What follows belongs to an exercise in optimizing a design on an open flow for small area and a short achievable clock period; a production flow would make more cautious choices.
In this exercise RTL edits were held to simulation tests only and were not proved equivalent to the original.
No activity file was given, so power comes from the tool's default toggle rates.

==> flow/design.v, too long to show whole: its modules and the start of the top module <==
// module tscalar_exec: 2098 lines
// module tsx_fa: 4 lines
// module tsx_ha: 4 lines
module tscalar_exec (
    input  wire        clk,
    input  wire        rst,          
    input  wire        in_valid,
    input  wire [39:0] instr,        
    input  wire [31:0] rs_val,
    input  wire [31:0] rt_val,
    output reg         out_valid,
    output reg         out_we,       
    output reg  [4:0]  out_rd,
    output wire [31:0] out_wdata,
    output reg         out_we2,      
    output wire [31:0] out_wdata2,
    output reg         out_sat,      
    output reg         out_ill       
);
  // ...
==> flow/run.sh <==
#!/bin/bash
# synth_recipe.tcl (not shown) runs the flow's synth.tcl, then flattens the netlist and writes it again
# the make line also repeats each setting of config.mk as NAME=value (left out here)
make -C /OpenROAD-flow-scripts/flow DESIGN_CONFIG=/design/flow/config.mk WORK_HOME=/design/flow/orfs CLKGATE_MAP_FILE= SYNTH_SCRIPT=/design/flow/synth_recipe.tcl finish
==> flow/config.mk <==
export PLATFORM = sky130hd
export DESIGN_NAME = tscalar_exec
export DESIGN_NICKNAME = tscalar_exec
export VERILOG_FILES = /design/flow/design.v
export SDC_FILE = /design/flow/constraint.sdc
export NUM_CORES = 4
export LEC_CHECK = 0
export ABC_AREA = 1
export CAP_MARGIN = 20
export CORE_MARGIN = 2
export CORE_UTILIZATION = 50
export CTS_CLUSTER_DIAMETER = 30
export CTS_CLUSTER_SIZE = 8
export PLACE_DENSITY = 0.65
export SETUP_SLACK_MARGIN = 5
export SLEW_MARGIN = 20
export SYNTH_HIERARCHICAL = 1
==> flow/constraint.sdc <==
create_clock -name core_clock -period 10.5 [get_ports {clk}]
set_input_delay 2.1000 -clock core_clock [delete_from_list [all_inputs] [get_ports {clk}]]
set_output_delay 2.1000 -clock core_clock [all_outputs]
set_load 0.01 [all_outputs]
==> out/metrics.csv, run 1 <==
stage,metric,value,unit
status,status,finished clean,
timing,hold-worst-slack,330,ps
clocking,insertion_delay,520,ps
yosys,synth-main-ff-cell,dfxtp_1,
cells_and_area,seq_share,9.60,%
clocking,path_clk_slew,80,ps
worst_setup_path,r2r_start,r_a[19],
yosys,synth-seq-cells,185,
drt,wl_met3,25100,um
worst_setup_path,required,10880,ps
yosys,synth_top_area_share,24.3,%
yosys,synth_cell_types,55,
grt,grt_pass1_wl,249000,um
timing,fmax,0.181,GHz
grt,grt_max_degree,66,
yosys,netlist_top_cells_area,"fa_1, xor2_1, dfxtp_1",
cells_and_area,multi_input_area_share,75.7,%
worst_setup_path,crit_family,adder cells,
timing,tightest_slew,1170,ps
worst_setup_path,path_max_fanout,32,
worst_setup_path,r2r-end,o_s[4],
drt,dr_wl_met2,71600,um
yosys,synthTopCellsByCount,"nand2_1, xor2_1, o22ai_1",
clocking,cts_hold_buf,0,
worst_setup_path,critPathCaptureType,flip-flop,
drt,ant_nets,0,
cells_and_area,area_growth,8.57,%
clocking,h-tree-depth,4,
yosys,synth_mux_area_share,0,%
cells_and_area,most-common-layout-cells,"nand2_1, xor2_1, o22ai_1",
cells_and_area,postLayoutCoreUtil,54.7,%
floorplan,dieWidth,272,um
floorplan,die-area,73900,um^2
==> inputs of run 2 (changes only) <==
--- a/flow/design.v
+++ b/flow/design.v
@@ -214,50 +214,51 @@
             assign bo_code[2 * gi + 1] = (bo_b[2 * gi + 2] & ~bo_b[2 * gi + 1] & ~bo_b[2 * gi]) |
                                          (~bo_b[2 * gi + 2] & bo_b[2 * gi + 1] & bo_b[2 * gi]);
             assign op_neg[gi]          = bo_b[2 * gi + 2];
         end
     endgenerate
     wire [31:0] op_b =
         ({32{d_mul | d_mulh}} & bo_code) |
         ({32{fmt_rr & ~(d_mul | d_mulh | d_sub | d_slt | d_sltu | d_min | d_max | d_exp | d_norm |
-                        d_and | d_or | d_xor)}} & rt_val) |
+                        d_and | d_or | d_xor | d_srl | d_sra)}} & rt_val) |
+        ({32{d_srl | d_sra}} & {20'd0, 5'd31, 2'd0, rt_val[4:0]}) |
+        ({32{d_srli | d_srai}} & {20'd0, 5'd31, 2'd0, imm[4:0]}) |
         ({32{d_sub}} & ~rt_val) |
         ({32{d_addi}} & {{15{imm[16]}}, imm}) |
-        ({32{d_slli | d_srli | d_srai | d_sats}} & {15'd0, imm}) |
+        ({32{d_slli | d_sats}} & {15'd0, imm}) |
         ({32{d_exp}} & 32'hFFFFFF81) |
         ({32{d_lui}} & {imm[14:0], 17'd0}) |
         ({32{d_norm}} & {27'd0, cls});
     reg        r_valid;
     reg [31:0] r_a, r_b;
     reg [15:0] r_neg;
     reg [4:0]  r_rd;
     reg        r_we, r_we2, r_ill, r_sat;
-    reg        r_kadd, r_cin, r_kshr, r_kshl, r_ksats,
+    reg        r_kadd, r_cin, r_kshl, r_ksats,
                r_fill, r_inc, r_kmul, r_kmulh;
     always @(posedge clk) begin
         if (rst)
             r_valid <= 1'b0;
         else
             r_valid <= in_valid;
         r_a     <= op_a;
         r_b     <= op_b;
         r_neg   <= op_neg;
         r_rd    <= i_rd;
         r_we    <= mine & ~ill;
         r_we2   <= d_norm & ~ill;
         r_ill   <= mine & ill;
         r_sat   <= d_sats & ~ill;
         r_kadd  <= d_add | d_sub | d_addi | d_slt | d_sltu | d_min | d_max | d_exp | d_lui | lg_op;
         r_cin   <= d_sub;
-        r_kshr  <= d_srl | d_sra | d_srli | d_srai;
         r_kshl  <= d_shl;
-        r_ksats <= d_sats;
+        r_ksats <= d_srl | d_sra | d_srli | d_srai | d_sats;
         r_fill  <= d_sra | d_srai | d_sats;
-        r_inc   <= inc;
+        r_inc   <= inc & d_sats;
         r_kmul  <= d_mul;
         r_kmulh <= d_mulh;
     end
     wire [32:0] sh_x = {r_fill & r_a[31], r_a};
     wire [32:0] sh_y = $signed(sh_x) >>> r_b[4:0];
     wire [31:0] y    = sh_y[31:0];
     wire [4:0]  wm1 = r_b[11:7];
     wire [32*6-1:0] ip;
@@ -851,56 +852,56 @@
     wire fs16, fc16;
     tsx_fa u_fs16 (.a(pp0_31), .b(pp1_29), .ci(pp2_27), .s(fs16), .co(fc16));
     wire fs17, fc17;
     tsx_fa u_fs17 (.a(pp3_25), .b(pp4_23), .ci(pp5_21), .s(fs17), .co(fc17));
     wire fs18, fc18;
     tsx_fa u_fs18 (.a(pp6_19), .b(pp7_17), .ci(pp8_15), .s(fs18), .co(fc18));
     wire fs19, fc19;
     tsx_ha u_fs19 (.a(pp9_13), .b(pp10_11), .s(fs19), .co(fc19));
-    wire fs20, fc20;
-    tsx_fa u_fs20 (.a(1'b1), .b(pp0_32), .ci(pp1_30), .s(fs20), .co(fc20));
+    wire fs20 = ~(pp0_32 ^ pp1_30);
+    wire fc20 = pp0_32 | pp1_30;
     wire fs21, fc21;
     tsx_fa u_fs21 (.a(pp2_28), .b(pp3_26), .ci(pp4_24), .s(fs21), .co(fc21));
     wire fs22, fc22;
     tsx_fa u_fs22 (.a(pp5_22), .b(pp6_20), .ci(pp7_18), .s(fs22), .co(fc22));
     wire fs23, fc23;
     tsx_fa u_fs23 (.a(pp8_16), .b(pp9_14), .ci(pp10_12), .s(fs23), .co(fc23));
-    wire fs24, fc24;
-    tsx_fa u_fs24 (.a(1'b1), .b(pp1_31), .ci(pp2_29), .s(fs24), .co(fc24));
+    wire fs24 = ~(pp1_31 ^ pp2_29);
+    wire fc24 = pp1_31 | pp2_29;
     wire fs25, fc25;
     tsx_fa u_fs25 (.a(pp3_27), .b(pp4_25), .ci(pp5_23), .s(fs25), .co(fc25));
     wire fs26, fc26;
     tsx_fa u_fs26 (.a(pp6_21), .b(pp7_19), .ci(pp8_17), .s(fs26), .co(fc26));
     wire fs27, fc27;
     tsx_ha u_fs27 (.a(pp9_15), .b(pp10_13), .s(fs27), .co(fc27));
     wire fs28, fc28;
     tsx_fa u_fs28 (.a(pp1_32), .b(pp2_30), .ci(pp3_28), .s(fs28), .co(fc28));
     wire fs29, fc29;
     tsx_fa u_fs29 (.a(pp4_26), .b(pp5_24), .ci(pp6_22), .s(fs29), .co(fc29));
     wire fs30, fc30;
     tsx_fa u_fs30 (.a(pp7_20), .b(pp8_18), .ci(pp9_16), .s(fs30), .co(fc30));
-    wire fs31, fc31;
-    tsx_fa u_fs31 (.a(1'b1), .b(pp2_31), .ci(pp3_29), .s(fs31), .co(fc31));
+    wire fs31 = ~(pp2_31 ^ pp3_29);
+    wire fc31 = pp2_31 | pp3_29;
     wire fs32, fc32;
     tsx_fa u_fs32 (.a(pp4_27), .b(pp5_25), .ci(pp6_23), .s(fs32), .co(fc32));
     wire fs33, fc33;
     tsx_ha u_fs33 (.a(pp7_21), .b(pp8_19), .s(fs33), .co(fc33));
     wire fs34, fc34;
     tsx_fa u_fs34 (.a(pp2_32), .b(pp3_30), .ci(pp4_28), .s(fs34), .co(fc34));
     wire fs35, fc35;
     tsx_fa u_fs35 (.a(pp5_26), .b(pp6_24), .ci(pp7_22), .s(fs35), .co(fc35));
-    wire fs36, fc36;
-    tsx_fa u_fs36 (.a(1'b1), .b(pp3_31), .ci(pp4_29), .s(fs36), .co(fc36));
+    wire fs36 = ~(pp3_31 ^ pp4_29);
+    wire fc36 = pp3_31 | pp4_29;
     wire fs37, fc37;
     tsx_ha u_fs37 (.a(pp5_27), .b(pp6_25), .s(fs37), .co(fc37));
     wire fs38, fc38;
     tsx_fa u_fs38 (.a(pp3_32), .b(pp4_30), .ci(pp5_28), .s(fs38), .co(fc38));
-    wire fs39, fc39;
-    tsx_ha u_fs39 (.a(1'b1), .b(pp4_31), .s(fs39), .co(fc39));
+    wire fs39 = ~pp4_31;
+    wire fc39 = pp4_31;
     wire fs40, fc40;
     tsx_ha u_fs40 (.a(bo_neg[8]), .b(pp0_16), .s(fs40), .co(fc40));
     wire fs41, fc41;
     tsx_ha u_fs41 (.a(pp0_17), .b(pp1_15), .s(fs41), .co(fc41));
     wire fs42, fc42;
     tsx_fa u_fs42 (.a(bo_neg[9]), .b(pp0_18), .ci(pp1_16), .s(fs42), .co(fc42));
     wire fs43, fc43;
     tsx_ha u_fs43 (.a(pp2_14), .b(pp3_12), .s(fs43), .co(fc43));
@@ -1067,48 +1068,48 @@
     wire fs124, fc124;
     tsx_fa u_fs124 (.a(pp4_32), .b(pp5_30), .ci(pp6_28), .s(fs124), .co(fc124));
     wire fs125, fc125;
     tsx_fa u_fs125 (.a(pp7_26), .b(pp8_24), .ci(pp9_22), .s(fs125), .co(fc125));
     wire fs126, fc126;
     tsx_fa u_fs126 (.a(pp10_20), .b(pp11_18), .ci(pp12_16), .s(fs126), .co(fc126));
     wire fs127, fc127;
     tsx_fa u_fs127 (.a(pp13_14), .b(pp14_12), .ci(pp15_10), .s(fs127), .co(fc127));
-    wire fs128, fc128;
-    tsx_fa u_fs128 (.a(1'b1), .b(pp5_31), .ci(pp6_29), .s(fs128), .co(fc128));
+    wire fs128 = ~(pp5_31 ^ pp6_29);
+    wire fc128 = pp5_31 | pp6_29;
     wire fs129, fc129;
     tsx_fa u_fs129 (.a(pp7_27), .b(pp8_25), .ci(pp9_23), .s(fs129), .co(fc129));
     wire fs130, fc130;
     tsx_fa u_fs130 (.a(pp10_21), .b(pp11_19), .ci(pp12_17), .s(fs130), .co(fc130));
     wire fs131, fc131;
     tsx_ha u_fs131 (.a(pp13_15), .b(pp14_13), .s(fs131), .co(fc131));
     wire fs132, fc132;
     tsx_fa u_fs132 (.a(pp5_32), .b(pp6_30), .ci(pp7_28), .s(fs132), .co(fc132));
     wire fs133, fc133;
     tsx_fa u_fs133 (.a(pp8_26), .b(pp9_24), .ci(pp10_22), .s(fs133), .co(fc133));
     wire fs134, fc134;
     tsx_fa u_fs134 (.a(pp11_20), .b(pp12_18), .ci(pp13_16), .s(fs134), .co(fc134));
-    wire fs135, fc135;
-    tsx_fa u_fs135 (.a(1'b1), .b(pp6_31), .ci(pp7_29), .s(fs135), .co(fc135));
+    wire fs135 = ~(pp6_31 ^ pp7_29);
+    wire fc135 = pp6_31 | pp7_29;
     wire fs136, fc136;
     tsx_fa u_fs136 (.a(pp8_27), .b(pp9_25), .ci(pp10_23), .s(fs136), .co(fc136));
     wire fs137, fc137;
     tsx_ha u_fs137 (.a(pp11_21), .b(pp12_19), .s(fs137), .co(fc137));
     wire fs138, fc138;
     tsx_fa u_fs138 (.a(pp6_32), .b(pp7_30), .ci(pp8_28), .s(fs138), .co(fc138));
     wire fs139, fc139;
     tsx_fa u_fs139 (.a(pp9_26), .b(pp10_24), .ci(pp11_22), .s(fs139), .co(fc139));
-    wire fs140, fc140;
-    tsx_fa u_fs140 (.a(1'b1), .b(pp7_31), .ci(pp8_29), .s(fs140), .co(fc140));
+    wire fs140 = ~(pp7_31 ^ pp8_29);
+    wire fc140 = pp7_31 | pp8_29;
     wire fs141, fc141;
     tsx_ha u_fs141 (.a(pp9_27), .b(pp10_25), .s(fs141), .co(fc141));
     wire fs142, fc142;
     tsx_fa u_fs142 (.a(pp7_32), .b(pp8_30), .ci(pp9_28), .s(fs142), .co(fc142));
-    wire fs143, fc143;
-    tsx_ha u_fs143 (.a(1'b1), .b(pp8_31), .s(fs143), .co(fc143));
+    wire fs143 = ~pp8_31;
+    wire fc143 = pp8_31;
     wire fs144, fc144;
     tsx_ha u_fs144 (.a(bo_neg[5]), .b(pp0_10), .s(fs144), .co(fc144));
     wire fs145, fc145;
     tsx_ha u_fs145 (.a(pp0_11), .b(pp1_9), .s(fs145), .co(fc145));
     wire fs146, fc146;
     tsx_fa u_fs146 (.a(bo_neg[6]), .b(pp0_12), .ci(pp1_10), .s(fs146), .co(fc146));
     wire fs147, fc147;
     tsx_ha u_fs147 (.a(pp2_8), .b(pp3_6), .s(fs147), .co(fc147));
@@ -1321,34 +1322,34 @@
     wire fs251, fc251;
     tsx_fa u_fs251 (.a(pp15_17), .b(fs143), .ci(fc142), .s(fs251), .co(fc251));
     wire fs252, fc252;
     tsx_fa u_fs252 (.a(pp8_32), .b(pp9_30), .ci(pp10_28), .s(fs252), .co(fc252));
     wire fs253, fc253;
     tsx_fa u_fs253 (.a(pp11_26), .b(pp12_24), .ci(pp13_22), .s(fs253), .co(fc253));
     wire fs254, fc254;
     tsx_fa u_fs254 (.a(pp14_20), .b(pp15_18), .ci(fc143), .s(fs254), .co(fc254));
-    wire fs255, fc255;
-    tsx_fa u_fs255 (.a(1'b1), .b(pp9_31), .ci(pp10_29), .s(fs255), .co(fc255));
+    wire fs255 = ~(pp9_31 ^ pp10_29);
+    wire fc255 = pp9_31 | pp10_29;
     wire fs256, fc256;
     tsx_fa u_fs256 (.a(pp11_27), .b(pp12_25), .ci(pp13_23), .s(fs256), .co(fc256));
     wire fs257, fc257;
     tsx_ha u_fs257 (.a(pp14_21), .b(pp15_19), .s(fs257), .co(fc257));
     wire fs258, fc258;
     tsx_fa u_fs258 (.a(pp9_32), .b(pp10_30), .ci(pp11_28), .s(fs258), .co(fc258));
     wire fs259, fc259;
     tsx_fa u_fs259 (.a(pp12_26), .b(pp13_24), .ci(pp14_22), .s(fs259), .co(fc259));
-    wire fs260, fc260;
-    tsx_fa u_fs260 (.a(1'b1), .b(pp10_31), .ci(pp11_29), .s(fs260), .co(fc260));
+    wire fs260 = ~(pp10_31 ^ pp11_29);
+    wire fc260 = pp10_31 | pp11_29;
     wire fs261, fc261;
     tsx_ha u_fs261 (.a(pp12_27), .b(pp13_25), .s(fs261), .co(fc261));
     wire fs262, fc262;
     tsx_fa u_fs262 (.a(pp10_32), .b(pp11_30), .ci(pp12_28), .s(fs262), .co(fc262));
-    wire fs263, fc263;
-    tsx_ha u_fs263 (.a(1'b1), .b(pp11_31), .s(fs263), .co(fc263));
+    wire fs263 = ~pp11_31;
+    wire fc263 = pp11_31;
     wire fs264, fc264;
     tsx_ha u_fs264 (.a(bo_neg[3]), .b(pp0_6), .s(fs264), .co(fc264));
     wire fs265, fc265;
     tsx_ha u_fs265 (.a(pp0_7), .b(pp1_5), .s(fs265), .co(fc265));
     wire fs266, fc266;
     tsx_fa u_fs266 (.a(bo_neg[4]), .b(pp0_8), .ci(pp1_6), .s(fs266), .co(fc266));
     wire fs267, fc267;
     tsx_ha u_fs267 (.a(pp2_4), .b(pp3_2), .s(fs267), .co(fc267));
@@ -1531,24 +1532,24 @@
     wire fs356, fc356;
     tsx_fa u_fs356 (.a(pp12_29), .b(pp13_27), .ci(pp14_25), .s(fs356), .co(fc356));
     wire fs357, fc357;
     tsx_fa u_fs357 (.a(pp15_23), .b(fs263), .ci(fc262), .s(fs357), .co(fc357));
     wire fs358, fc358;
     tsx_fa u_fs358 (.a(pp11_32), .b(pp12_30), .ci(pp13_28), .s(fs358), .co(fc358));
     wire fs359, fc359;
     tsx_fa u_fs359 (.a(pp14_26), .b(pp15_24), .ci(fc263), .s(fs359), .co(fc359));
-    wire fs360, fc360;
-    tsx_fa u_fs360 (.a(1'b1), .b(pp12_31), .ci(pp13_29), .s(fs360), .co(fc360));
+    wire fs360 = ~(pp12_31 ^ pp13_29);
+    wire fc360 = pp12_31 | pp13_29;
     wire fs361, fc361;
     tsx_ha u_fs361 (.a(pp14_27), .b(pp15_25), .s(fs361), .co(fc361));
     wire fs362, fc362;
     tsx_fa u_fs362 (.a(pp12_32), .b(pp13_30), .ci(pp14_28), .s(fs362), .co(fc362));
-    wire fs363, fc363;
-    tsx_ha u_fs363 (.a(1'b1), .b(pp13_31), .s(fs363), .co(fc363));
+    wire fs363 = ~pp13_31;
+    wire fc363 = pp13_31;
     wire fs364, fc364;
     tsx_ha u_fs364 (.a(bo_neg[2]), .b(pp0_4), .s(fs364), .co(fc364));
     wire fs365, fc365;
     tsx_ha u_fs365 (.a(pp0_5), .b(pp1_3), .s(fs365), .co(fc365));
     wire fs366, fc366;
     tsx_fa u_fs366 (.a(pp1_4), .b(pp2_2), .ci(pp3_0), .s(fs366), .co(fc366));
     wire fs367, fc367;
     tsx_fa u_fs367 (.a(pp2_3), .b(pp3_1), .ci(fc264), .s(fs367), .co(fc367));
@@ -1649,18 +1650,18 @@
     wire fs415, fc415;
     tsx_fa u_fs415 (.a(fs361), .b(fc358), .ci(fs360), .s(fs415), .co(fc415));
     wire fs416, fc416;
     tsx_fa u_fs416 (.a(pp15_26), .b(fc361), .ci(fc360), .s(fs416), .co(fc416));
     wire fs417, fc417;
     tsx_fa u_fs417 (.a(pp14_29), .b(pp15_27), .ci(fs363), .s(fs417), .co(fc417));
     wire fs418, fc418;
     tsx_fa u_fs418 (.a(pp13_32), .b(pp14_30), .ci(pp15_28), .s(fs418), .co(fc418));
-    wire fs419, fc419;
-    tsx_ha u_fs419 (.a(1'b1), .b(pp14_31), .s(fs419), .co(fc419));
+    wire fs419 = ~pp14_31;
+    wire fc419 = pp14_31;
     wire fs420, fc420;
     tsx_ha u_fs420 (.a(bo_neg[1]), .b(pp0_2), .s(fs420), .co(fc420));
     wire fs421, fc421;
     tsx_ha u_fs421 (.a(pp0_3), .b(pp1_1), .s(fs421), .co(fc421));
     wire fs422, fc422;
     tsx_fa u_fs422 (.a(pp1_2), .b(pp2_0), .ci(fs364), .s(fs422), .co(fc422));
     wire fs423, fc423;
     tsx_fa u_fs423 (.a(pp2_1), .b(fc364), .ci(fs365), .s(fs423), .co(fc423));
@@ -1769,18 +1770,18 @@
     wire fs475, fc475;
     tsx_fa u_fs475 (.a(fc362), .b(fc416), .ci(fs417), .s(fs475), .co(fc475));
     wire fs476, fc476;
     tsx_fa u_fs476 (.a(fc363), .b(fs418), .ci(fc417), .s(fs476), .co(fc476));
     wire fs477, fc477;
     tsx_fa u_fs477 (.a(pp15_29), .b(fs419), .ci(fc418), .s(fs477), .co(fc477));
     wire fs478, fc478;
     tsx_fa u_fs478 (.a(pp14_32), .b(pp15_30), .ci(fc419), .s(fs478), .co(fc478));
-    wire fs479, fc479;
-    tsx_ha u_fs479 (.a(1'b1), .b(pp15_31), .s(fs479), .co(fc479));
+    wire fs479 = ~pp15_31;
+    wire fc479 = pp15_31;
     wire [63:0] m_s = {1'b1, fc479, fc478, fc477, fc476, fc475, fc474, fc473, fc472, fc471, fc470, fc469, fc468, fc467, fc466, fc465, fc464, fc463, fc462, fc461, fc460, fc459, fc458, fc457, fc456, fc455, fc454, fc453, fc452, fc451, fc450, fc449, fc448, fc447, fc446, fc445, fc444, fc443, fc442, fc441, fc440, fc439, fc438, fc437, fc436, fc435, fc434, fc433, fc432, fc431, fc430, fc429, fc428, fc427, fc426, fc425, fc424, fc423, fc422, fc421, fc420, fs420, pp0_1, bo_neg[0]};
     wire [63:0] m_c = {1'b0, pp15_32, fs479, fs478, fs477, fs476, fs475, fs474, fs473, fs472, fs471, fs470, fs469, fs468, fs467, fs466, fs465, fs464, fs463, fs462, fs461, fs460, fs459, fs458, fs457, fs456, fs455, fs454, fs453, fs452, fs451, fs450, fs449, fs448, fs447, fs446, fs445, fs444, fs443, fs442, fs441, fs440, fs439, fs438, fs437, fs436, fs435, fs434, fs433, fs432, fs431, fs430, fs429, fs428, fs427, fs426, fs425, fs424, fs423, fs422, fs421, pp1_0, 1'b0, pp0_0};
     wire [31:0] ml_s = m_s[31:0];
     wire [31:0] ml_c = m_c[31:0];
     wire cg_0_1 = (ml_s[1] & ml_c[1]) | ((ml_s[1] | ml_c[1]) & (ml_s[0] & ml_c[0]));
     wire cg_2_3 = (ml_s[3] & ml_c[3]) | ((ml_s[3] | ml_c[3]) & (ml_s[2] & ml_c[2]));
     wire cp_2_3 = (ml_s[3] | ml_c[3]) & (ml_s[2] | ml_c[2]);
     wire cg_0_3 = cg_2_3 | (cp_2_3 & cg_0_1);
@@ -1831,17 +1832,16 @@
     wire cg_30_31 = (ml_s[31] & ml_c[31]) | ((ml_s[31] | ml_c[31]) & (ml_s[30] & ml_c[30]));
     wire cp_30_31 = (ml_s[31] | ml_c[31]) & (ml_s[30] | ml_c[30]);
     wire cg_28_31 = cg_30_31 | (cp_30_31 & cg_28_29);
     wire cp_28_31 = cp_30_31 & cp_28_29;
     wire [3:0] m_lo_g = {cg_28_31, cg_24_27, cg_16_23, cg_0_15};
     wire [3:0] m_lo_p = {cp_28_31, cp_24_27, cp_16_23, 1'b0};
     wire [31:0] res_s_e =
         ({32{r_kadd}}  & r_a) |
-        ({32{r_kshr}}  & y) |
         ({32{r_kshl}}  & rev32(y)) |
         ({32{r_ksats}} & sres);
     wire [31:0] res_s =
         res_s_e |
         ({32{r_kmul}}  & m_s[31:0]) |
         ({32{r_kmulh}} & m_s[63:32]);
     wire [31:0] res_c =
         ({32{r_kadd}}  & r_b) |
==> flow/config.mk (replaced) <==
export PLATFORM = sky130hd
export DESIGN_NAME = tscalar_exec
export DESIGN_NICKNAME = tscalar_exec
export VERILOG_FILES = /design/flow/design.v
export SDC_FILE = /design/flow/constraint.sdc
export NUM_CORES = 4
export LEC_CHECK = 0
export ABC_AREA = 1
export CAP_MARGIN = 5
export CORE_MARGIN = 2
export CORE_UTILIZATION = 50
export CTS_CLUSTER_DIAMETER = 30
export CTS_CLUSTER_SIZE = 8
export PLACE_DENSITY = 0.65
export SETUP_SLACK_MARGIN = 5
export SLEW_MARGIN = 5
export SYNTH_HIERARCHICAL = 1
==> out/metrics.csv, run 2 <==
stage,metric,value,unit,change
timing,period_minus_slack,5570,ps,was 5530 ps
pwr,power_density,221,nW/um^2,was 229 nW/um^2
pwr,intPower,3.55,mW,was 3.74 mW
timing,finalSetupViolations,0,,unchanged
yosys,synth_xor_xnor_area_share,14.8,%,was 14.5%
min_path,min_path_type,reg2reg,,unchanged
drt,avgRoutedWirePerCell,30.7,um,was 30.9 um
drt,wl,170000,um,was 173000 um
grt,grt.total_usage,45.5,%,was 45.8%
placed_design,place_congestion,1.04,,was 1.01
yosys,synth_simple_gate_area_share,16.0,%,was 16.9%
drt,drt_iter0_drc,5722,,was 5797
floorplan,die_h,271,um,was 272 um
grt,grt_max_degree,65,,was 66
worst_setup_path,slowest_stage,fa_1,,unchanged
yosys,synth_top_family_by_area,adder cells,,unchanged
cells_and_area,drive_above_1_share,5.09,%,was 5.65%
worst_setup_path,reg2reg_slack,4930,ps,was 4970 ps
cells_and_area,num-fill-cells,6892,,was 6932
yosys,yosysWarnings,7,,unchanged
timing,setup-tns-final,0,ps,unchanged
grt,grt-ovfl-total,0,,unchanged
placed_design,io_buffers,153,,unchanged
yosys,synth-seq-cells,184,,was 185
pwr,p_total,8.49,mW,was 8.92 mW
clocking,insertion_delay,520,ps,about the same
drt,drt_pass1_iterations,9,,unchanged
floorplan,fp.coreArea,70400,um^2,was 71200 um^2
floorplan,dieWidth,271,um,was 272 um
worst_setup_path,path_max_fanout,31,,was 32
clocking,cts.sinks,184,,was 185
floorplan,start_util,50.7,%,was 50.4%
cells_and_area,final_common_cell,nand2_1,,unchanged
cells_and_area,area_growth,7.84,%,was 8.57%
timing,slew-limit-headroom,23.4,%,was 21.1%
yosys,synth_top_area_share,23.9,%,was 24.3%
floorplan,num_rows,97,,was 98
cells_and_area,regArea,3710,um^2,was 3740 um^2
pwr,seqPwrFrac,9.5,%,was 9.1%
floorplan,boundaryPins,181,,unchanged
timing,report.final.slew_viol_count,0,,unchanged
yosys,synth-compound-area-share,19.5,%,was 19.3%
worst_setup_path,crit_type,reg2reg,,unchanged
cells_and_area,most-common-layout-cells,"nand2_1, xor2_1, o22ai_1",,unchanged
clocking,cts_tree,done,,unchanged
clocking,clk_path_buf_depth,2,,unchanged
yosys,synth-main-ff-cell,dfxtp_1,,unchanged
yosys,synthTopCellsByCount,"nand2_1, xor2_1, o22ai_1",,unchanged
timing,grt_setup_unrepaired,true,,unchanged
status,status,finished clean,,unchanged
worst_setup_path,path_cells,inv_1 -> buf_4 -> o21ai_0 -> xor2_1 -> fa_1 -> fa_1 -> fa_1 -> fa_1 -> fa_1 -> fa_1 -> a21oi_1 -> o21ai_0 -> inv_1 -> nand2_1,,was inv_1 -> buf_4 -> o22ai_1 -> xor2_1 -> fa_1 -> fa_1 -> fa_1 -> fa_1 -> fa_1 -> fa_1 -> nand2_1 -> o21ai_0 -> a21oi_1 -> o21ai_0 -> a21oi_1 -> nand2_1
timing,fmax,0.180,GHz,was 0.181 GHz
pwr,total_leakage_power,17.4,nW,was 17.5 nW
yosys,ys_seq_area_share,10.3,%,about the same
yosys,yosysMostFrequentCell,nand2_1,,unchanged
pwr,netSwitchingPower,4.94,mW,was 5.17 mW
yosys,synth_fa_ha_area_share,30.1,%,was 30.3%
yosys,synth_area_leader_cell,fa_1,,unchanged
yosys,synth_mux_area_share,0,%,unchanged
clocking,root_buffer,clkbuf_16,,unchanged
worst_setup_path,path_common_cell,fa_1,,unchanged
clocking,h-tree-depth,4,,unchanged
yosys,syn_area,35700,um^2,was 35900 um^2
worst_setup_path,cp-start-kind,flip-flop,,unchanged
placed_design,dp_cells,5496,,was 5545
worst_setup_path,required,10850,ps,was 10880 ps
clocking,cts_hold_buf,0,,unchanged
yosys,synth-async-reset-ratio,0,%,unchanged
worst_setup_path,critPathCaptureType,flip-flop,,unchanged
pwr,p_comb_share,82.3,%,was 83.2%
timing,tightest_slew,1150,ps,was 1170 ps
grt,first_global_vias,36330,,was 36477
drt,drc,0,,unchanged
yosys,synth_enable_flop_cells,0,,unchanged
worst_setup_path,cp.arrival,5920,ps,was 5910 ps
cells_and_area,multi_input_area,28900,um^2,was 29500 um^2
yosys,netlist_top_cells_area,"fa_1, xor2_1, dfxtp_1",,unchanged
pwr,max-vdd-ir-drop,374,uV,was 383 uV
cells_and_area,final_cells,5537,,was 5596
grt,antenna_found_initial,8,,was 3
yosys,avgSynthCellArea,7.62,um^2,was 7.64 um^2
pwr,switching_share,58.2,%,was 58.0%
drt,routed_via_density,6.76,,was 6.77
cells_and_area,nets,5291,,was 5344
yosys,synth_cell_types,58,,was 55
drt,ant_nets,0,,unchanged
grt,grt_pass1_wl,247000,um,was 249000 um
floorplan,die-area,73500,um^2,was 73900 um^2
drt,vias,37456,,was 37909
job,maxCapViolations,0,,unchanged
worst_setup_path,cp_slowest_stage_delay,660,ps,was 610 ps
timing,hold_viol,0,,unchanged
timing,skew,31.2,ps,was 27.6 ps
placed_design,dp_hpwl,118000,um,was 122000 um
clocking,cts_made_buffers,17,,unchanged
timing,period_share,53.0,%,was 52.6%
clocking,path_clk_slew,90,ps,was 80 ps
pwr,p_clk_share,8.3,%,was 7.8%
yosys,synth_cells,4682,,was 4699
run 2: cells by family after synthesis:
group                      count (synthesis)
xor gates and xnor gates                 601
other                                      1
buffers and inverters                    837
and+or+nand+nor                         1356
AOI/OAI and AO/OA                       1100
adders and majority gates                603
DFF                                      184
run 2: power groups by stage:
stage / Sequential (mW) / Combinational [mW] / Clock [mW]
global route: 0.806 / 7.33 / 0.730
detailed placement: 0.815 / 6.43 / 0
finish: 0.805 / 6.99 / 0.703
global placement: 0.815 / 6.41 / 0
CTS: 0.799 / 6.47 / 0.706
floorplan: 0.786 / 3.67 / 0
run 2: area by class of cell:
| type | instances | share of cell area (%) |
|---|---|---|
| Antenna cell | 3 | 0.0195 |
| Timing Repair Buffer | 261 | 6.19 |
| Tap cell | 940 | 3.06 |
| Inverter | 430 | 4.26 |
| Clock inverter | 15 | 0.507 |
| Multi-Input combinational cell | 3687 | 75.2 |
| Sequential cell | 184 | 9.63 |
| Clock buffer | 17 | 1.11 |
run 2: stage by stage:
step	utilization, %	worst slack (ps)	hold slack, ps	cell area (um^2)
after floorplan	-	5480	310	35800
after global placement	53.4	4070	310	37600
after detailed placement	53.4	3960	312	37600
after CTS	54.4	4720	332	38300
after global routing	54.7	4780	338	38500
final	54.7	4930	331	38500
run 2: worst max-delay path, delay by kind of cell, from the launching register on:
family                     cells  cell delay [ps]
DFF                            1              600
and+or+nand+nor                1              120
AOI/OAI and AO/OA              3              640
adders and majority gates      6             3060
buffers and inverters          3              470
xor gates and xnor gates       1              510
run 2: worst paths after layout:
kind | start | endpoint | cells after the start
worst max register to register | r_a[30] | o_s[3] | 14
worst min register to register | r_rd[1] | out_rd[1] | 0
worst min-delay path | r_rd[1] | out_rd[1] | 0
worst max-delay path | r_a[30] | o_s[3] | 14
run 2: metal layers:
layer / part of all wire, % / wire (um) / global-route usage (%)
met1: 36 / 61000 / 57.3
met2: 41 / 69400 / 65.3
met3: 14 / 24100 / 15.1
met4: 9.0 / 15200 / 32.3
met5: 0.018 / 30 / 0
run 2: repair_timing:
| action | in CTS | in global routing |
|---|---|---|
| hold endpoints to repair | 0 | 0 |
| gates resized for setup | 24 | 49 |
| gates cloned | 0 | 1 |
| pin swaps | 1 | 8 |
| endpoints found under the setup margin | 57 | 89 |
| buffers inserted | 2 | 3 |
run 2: Yosys stat by module (local to each module, per instance):
module	flip-flops and latches	cells inside	times used
tsx_fa	0	1	425
tsx_ha	0	1	39
tscalar_exec	184	4218	1
==> inputs of run 3 (changes only) <==
==> flow/flow/run.sh (new file) <==
#!/bin/bash
# The standard layout, except that the port buffers that placement adds are
# plain buf_1 cells (the resizer upsizes them where timing needs it) rather
# than the delay cells buffer_ports picks on its own.
set -euo pipefail
bash standard.sh "BUFFER_PORTS_ARGS=-buffer_cell sky130_fd_sc_hd__buf_1" finish > standard_flow.log 2>&1
==> flow/standard.sh (new file) <==
#!/bin/bash
# synth_recipe.tcl (not shown) runs the flow's synth.tcl, then flattens the netlist and writes it again
# the make line also repeats each setting of config.mk as NAME=value (left out here)
make -C /OpenROAD-flow-scripts/flow DESIGN_CONFIG=/design/flow/config.mk WORK_HOME=/design/flow/orfs CLKGATE_MAP_FILE= SYNTH_SCRIPT=/design/flow/synth_recipe.tcl "${@:-finish}"
--- a/flow/config.mk
+++ b/flow/config.mk
@@ -8,3 +8,3 @@
 export ABC_AREA = 1
-export CAP_MARGIN = 5
+export CAP_MARGIN = 20
 export CORE_MARGIN = 2
@@ -15,3 +15,3 @@
 export SETUP_SLACK_MARGIN = 5
-export SLEW_MARGIN = 5
+export SLEW_MARGIN = 20
 export SYNTH_HIERARCHICAL = 1
removed: flow/run.sh
==> out/metrics.csv, run 3 <==
stage,metric,value,unit,change
status,status,finished clean,,unchanged
timing,finalSetupViolations,0,,unchanged
floorplan,start_util,50.7,%,unchanged
timing,period_share,52.6,%,was 53.0%
yosys,syn_area,35700,um^2,unchanged
yosys,avgSynthCellArea,7.62,um^2,unchanged
placed_design,place_congestion,1.05,,was 1.04
drt,wl,172000,um,was 170000 um
yosys,synth_top_area_share,23.9,%,unchanged
floorplan,die_h,271,um,unchanged
timing,report.final.slew_viol_count,0,,unchanged
cells_and_area,final_common_cell,nand2_1,,unchanged
pwr,p_comb_share,81.7,%,was 82.3%
grt,grtUsageMet2,65.6,%,was 65.3%
clocking,insertion_delay,530,ps,was 520 ps
clocking,cts.sinks,184,,unchanged
drt,routed_via_density,6.79,,was 6.76
grt,antenna_found_initial,8,,unchanged
clocking,cts_hold_buf,0,,unchanged
pwr,netSwitchingPower,4.74,mW,was 4.94 mW
cells_and_area,num-fill-cells,6991,,was 6892
placed_design,dpl_cell_area,36700,um^2,was 37600 um^2
timing,tightest_slew,1190,ps,was 1150 ps
cells_and_area,area_growth,5.27,%,was 7.84%
timing,grt_setup_unrepaired,true,,unchanged
min_path,holdCritStartpoint,r_rd[1],,unchanged
timing,period_minus_slack,5520,ps,was 5570 ps
drt,ant_nets,0,,unchanged
drt,drc,0,,unchanged
floorplan,dieWidth,271,um,unchanged
pwr,intPower,3.47,mW,was 3.55 mW
timing,hold_viol,0,,unchanged
yosys,synth-seq-cells,184,,unchanged
timing,slew-limit-headroom,20.7,%,was 23.4%
floorplan,die-area,73500,um^2,unchanged
drt,vias,37617,,was 37456
cells_and_area,most-common-layout-cells,"nand2_1, xor2_1, o22ai_1",,unchanged
floorplan,boundaryPins,181,,unchanged
yosys,synth_cells,4682,,unchanged
job,maxCapViolations,0,,unchanged
yosys,synth_area_leader_cell,fa_1,,unchanged
placed_design,io_buffers,153,,unchanged
cells_and_area,nets,5299,,was 5291
pwr,p_clk_share,8.5,%,was 8.3%
grt,use_met1,56.9,%,was 57.3%
yosys,netlist_top_cells_area,"fa_1, xor2_1, dfxtp_1",,unchanged
yosys,synth_cell_types,58,,unchanged
worst_setup_path,r2r_start,r_b[1],,was r_a[30]
timing,fmax,0.181,GHz,was 0.180 GHz
worst_setup_path,path_max_fanout,64,,was 31
yosys,yosysMostFrequentCell,nand2_1,,unchanged
drt,avgRoutedWirePerCell,31.0,um,was 30.7 um
drt,drt_iter0_drc,5889,,was 5722
yosys,ys_seq_area_share,10.3,%,unchanged
pwr,power_density,219,nW/um^2,was 221 nW/um^2
drt,drt_pass1_iterations,9,,unchanged
yosys,synth-main-ff-cell,dfxtp_1,,unchanged
pwr,switching_share,57.8,%,was 58.2%
clocking,h-tree-depth,4,,unchanged
worst_setup_path,cp.arrival,5910,ps,was 5920 ps
yosys,synthTopCellsByCount,"nand2_1, xor2_1, o22ai_1",,unchanged
clocking,cts_tree,done,,unchanged
worst_setup_path,cp-startpoint,r_b[1],,was r_a[30]
yosys,yosysWarnings,7,,unchanged
grt,busiest_layer,met2,,unchanged
yosys,synth_enable_flop_cells,0,,unchanged
worst_setup_path,crit_type,reg2reg,,unchanged
cells_and_area,drive_above_1_share,5.26,%,was 5.09%
worst_setup_path,critPathCaptureType,flip-flop,,unchanged
grt,first_global_vias,36106,,was 36330
clocking,path_clk_slew,80,ps,was 90 ps
floorplan,num_rows,97,,unchanged
worst_setup_path,required,10890,ps,was 10850 ps
worst_setup_path,cp-start-kind,flip-flop,,unchanged
clocking,cts_made_buffers,17,,unchanged
pwr,seqPwrFrac,9.8,%,was 9.5%
grt,grt_max_degree,65,,unchanged
pwr,total_leakage_power,16.9,nW,was 17.4 nW
grt,grt_pass1_wl,248000,um,was 247000 um
pwr,max-vdd-ir-drop,442,uV,was 374 uV
yosys,synth-async-reset-ratio,0,%,unchanged
clocking,clk_path_buf_depth,2,,unchanged
grt,grt-ovfl-total,0,,unchanged
grt,grt.total_usage,45.7,%,was 45.5%
timing,skew,31.4,ps,was 31.2 ps
cells_and_area,design_area,37600,um^2,was 38500 um^2
timing,hold-worst-slack,330,ps,was 331 ps
placed_design,dp_hpwl,121000,um,was 118000 um
grt,grt_util_met3,16.5,%,was 15.1%
floorplan,fp.coreArea,70400,um^2,unchanged
timing,setup-tns-final,0,ps,unchanged
clocking,root_buffer,clkbuf_16,,unchanged
min_path,min_path_type,reg2reg,,unchanged
[run 3: cell count changes in the layout (fill, tap and decap cells not counted), sizes merged]
cell / previous run / this run
inv: 423 / 425
clkdlybuf4s50: 138 / 0
dlygate4sd2: 9 / 0
clkdlybuf4s15: 1 / 0
clkinvlp: 2 / 4
clkbuf: 18 / 19
buf: 108 / 267
dlymetal6s2s: 4 / 0
diode: 3 / 2
clkinv: 20 / 16
[run 3: worst paths after layout]
check,to,slack (ps),cells after the start
setup / recovery,o_s[29],4980,17
hold / removal,out_rd[1],330,0
setup reg to reg,o_s[29],4980,17
hold reg to reg,out_rd[1],330,0
[run 3: cell families (layout without fill, tap and decap cells)]
kind of cell             after synthesis  after routing  share of synthesized area (%)
AO/OA/AOI/OAI                       1100           1100                           19.5
adder cells (fa/ha/maj)              603            603                           30.1
AND/OR/NAND/NOR                     1356           1356                           16.0
other                                  1             29                         0.0105
XOR/XNOR                             601            601                           14.8
buffers and inverters                837            731                           9.32
flip-flops                           184            184                           10.3
[run 3: area by class of cell]
| cell class | count | area, um^2 | share of cell area, % |
|---|---|---|---|
| Multi-Input combinational cell | 3687 | 29000 | 77.1 |
| Clock inverter | 14 | 165 | 0.440 |
| Sequential cell | 184 | 3720 | 9.89 |
| Antenna cell | 2 | 5.00 | 0.0133 |
| Timing Repair inverter | 1 | 7.51 | 0.0200 |
| Timing Repair Buffer | 268 | 1460 | 3.89 |
| Clock buffer | 18 | 429 | 1.14 |
| Inverter | 430 | 1630 | 4.34 |
| Tap cell | 940 | 1180 | 3.13 |
[run 3: Yosys stat by module (local to each module, per instance)]
| module | cells | times used | flops+latches |
|---|---|---|---|
| tscalar_exec | 4218 | 1 | 184 |
| tsx_fa | 1 | 425 | 0 |
| tsx_ha | 1 | 39 | 0 |
[run 3: routing by layer]
| metal | vias up | wire, um |
|---|---|---|
| li1 | 15634 | - |
| met1 | 17864 | 61400 |
| met2 | 3301 | 70300 |
| met3 | 806 | 25000 |
| met4 | 12 | 14900 |
| met5 | - | 79 |
[run 3: metrics by stage]
stage / cells / setup WS (ps) / utilization, % / total power, mW
final: 5544 / 4980 / 53.4 / 8.21
after global placement: 5500 / 3980 / 52.1 / 7.00
after global routing: 5542 / 4900 / 53.4 / 8.51
after CTS: 5532 / 4930 / 53.0 / 7.79
after detailed placement: 5500 / 3990 / 52.1 / 7.05
after floorplan: 4708 / 5480 / - / 4.46
[run 3: worst max-delay path, stage by stage, from the launching register on]
cell and delay [ps]:
dfxtp_1 330, buf_6 270, inv_2 60, buf_6 230
o21ai_0 270, xor2_1 610, ha_1 300, fa_1 470
fa_1 480, fa_1 390, fa_1 440, fa_1 520
nand2_1 90, o21ai_0 110, a21oi_2 340, o21ai_0 190
inv_1 140, nand2_1 110
[run 3: power by group through the flow]
stage | logic, mW | registers [mW] | clock network (mW)
after global routing | 6.98 | 0.802 | 0.729
after global placement | 6.18 | 0.814 | 0
after detailed placement | 6.24 | 0.814 | 0
after floorplan | 3.67 | 0.786 | 0
final | 6.71 | 0.802 | 0.700
after CTS | 6.28 | 0.797 | 0.708
[run 3: what timing repair did]
action,in CTS,in global routing
gates cloned,0,1
pin swaps,0,11
endpoints found under the hold margin,0,0
setup buffers,0,9
endpoints found under the setup margin,51,86
gates resized for setup,10,43

[what the ideal ports hide]
The flow's constraints put no driver on any port. The routed layouts listed below were extracted and timed again, unchanged, in two steps.
Step 1 assumes that a clkbuf_16 drives the clock port and a buf_2 every other input.
Step 2 moves the port delays by t, midway between the first and last clock arrival at a register: inputs arrive t later, outputs are due t later. That takes back most of the time a late clock gives input paths.
Slacks: ideal ports / drivers / drivers and shift; pairs: ideal ports / drivers.
run | shift t [ns] | setup slack, ns | worst hold slack (ns) | pins driven straight from the clock port
run 1 | 0.568 | 4.973 / 4.973 / 4.626 | 0.330 / 0.330 / 0.330 | 1
run 2 | 0.567 | 4.932 / 4.932 / 4.692 | 0.331 / 0.331 / 0.331 | 1
run 3 | 0.577 | 4.977 / 4.977 / 4.684 | 0.330 / 0.330 / 0.330 | 1
After both steps every run listed still meets setup and hold. For run 1, which loses most, drivers alone change the setup slack by 0.000 ns; drivers and shift together by -0.347 ns.
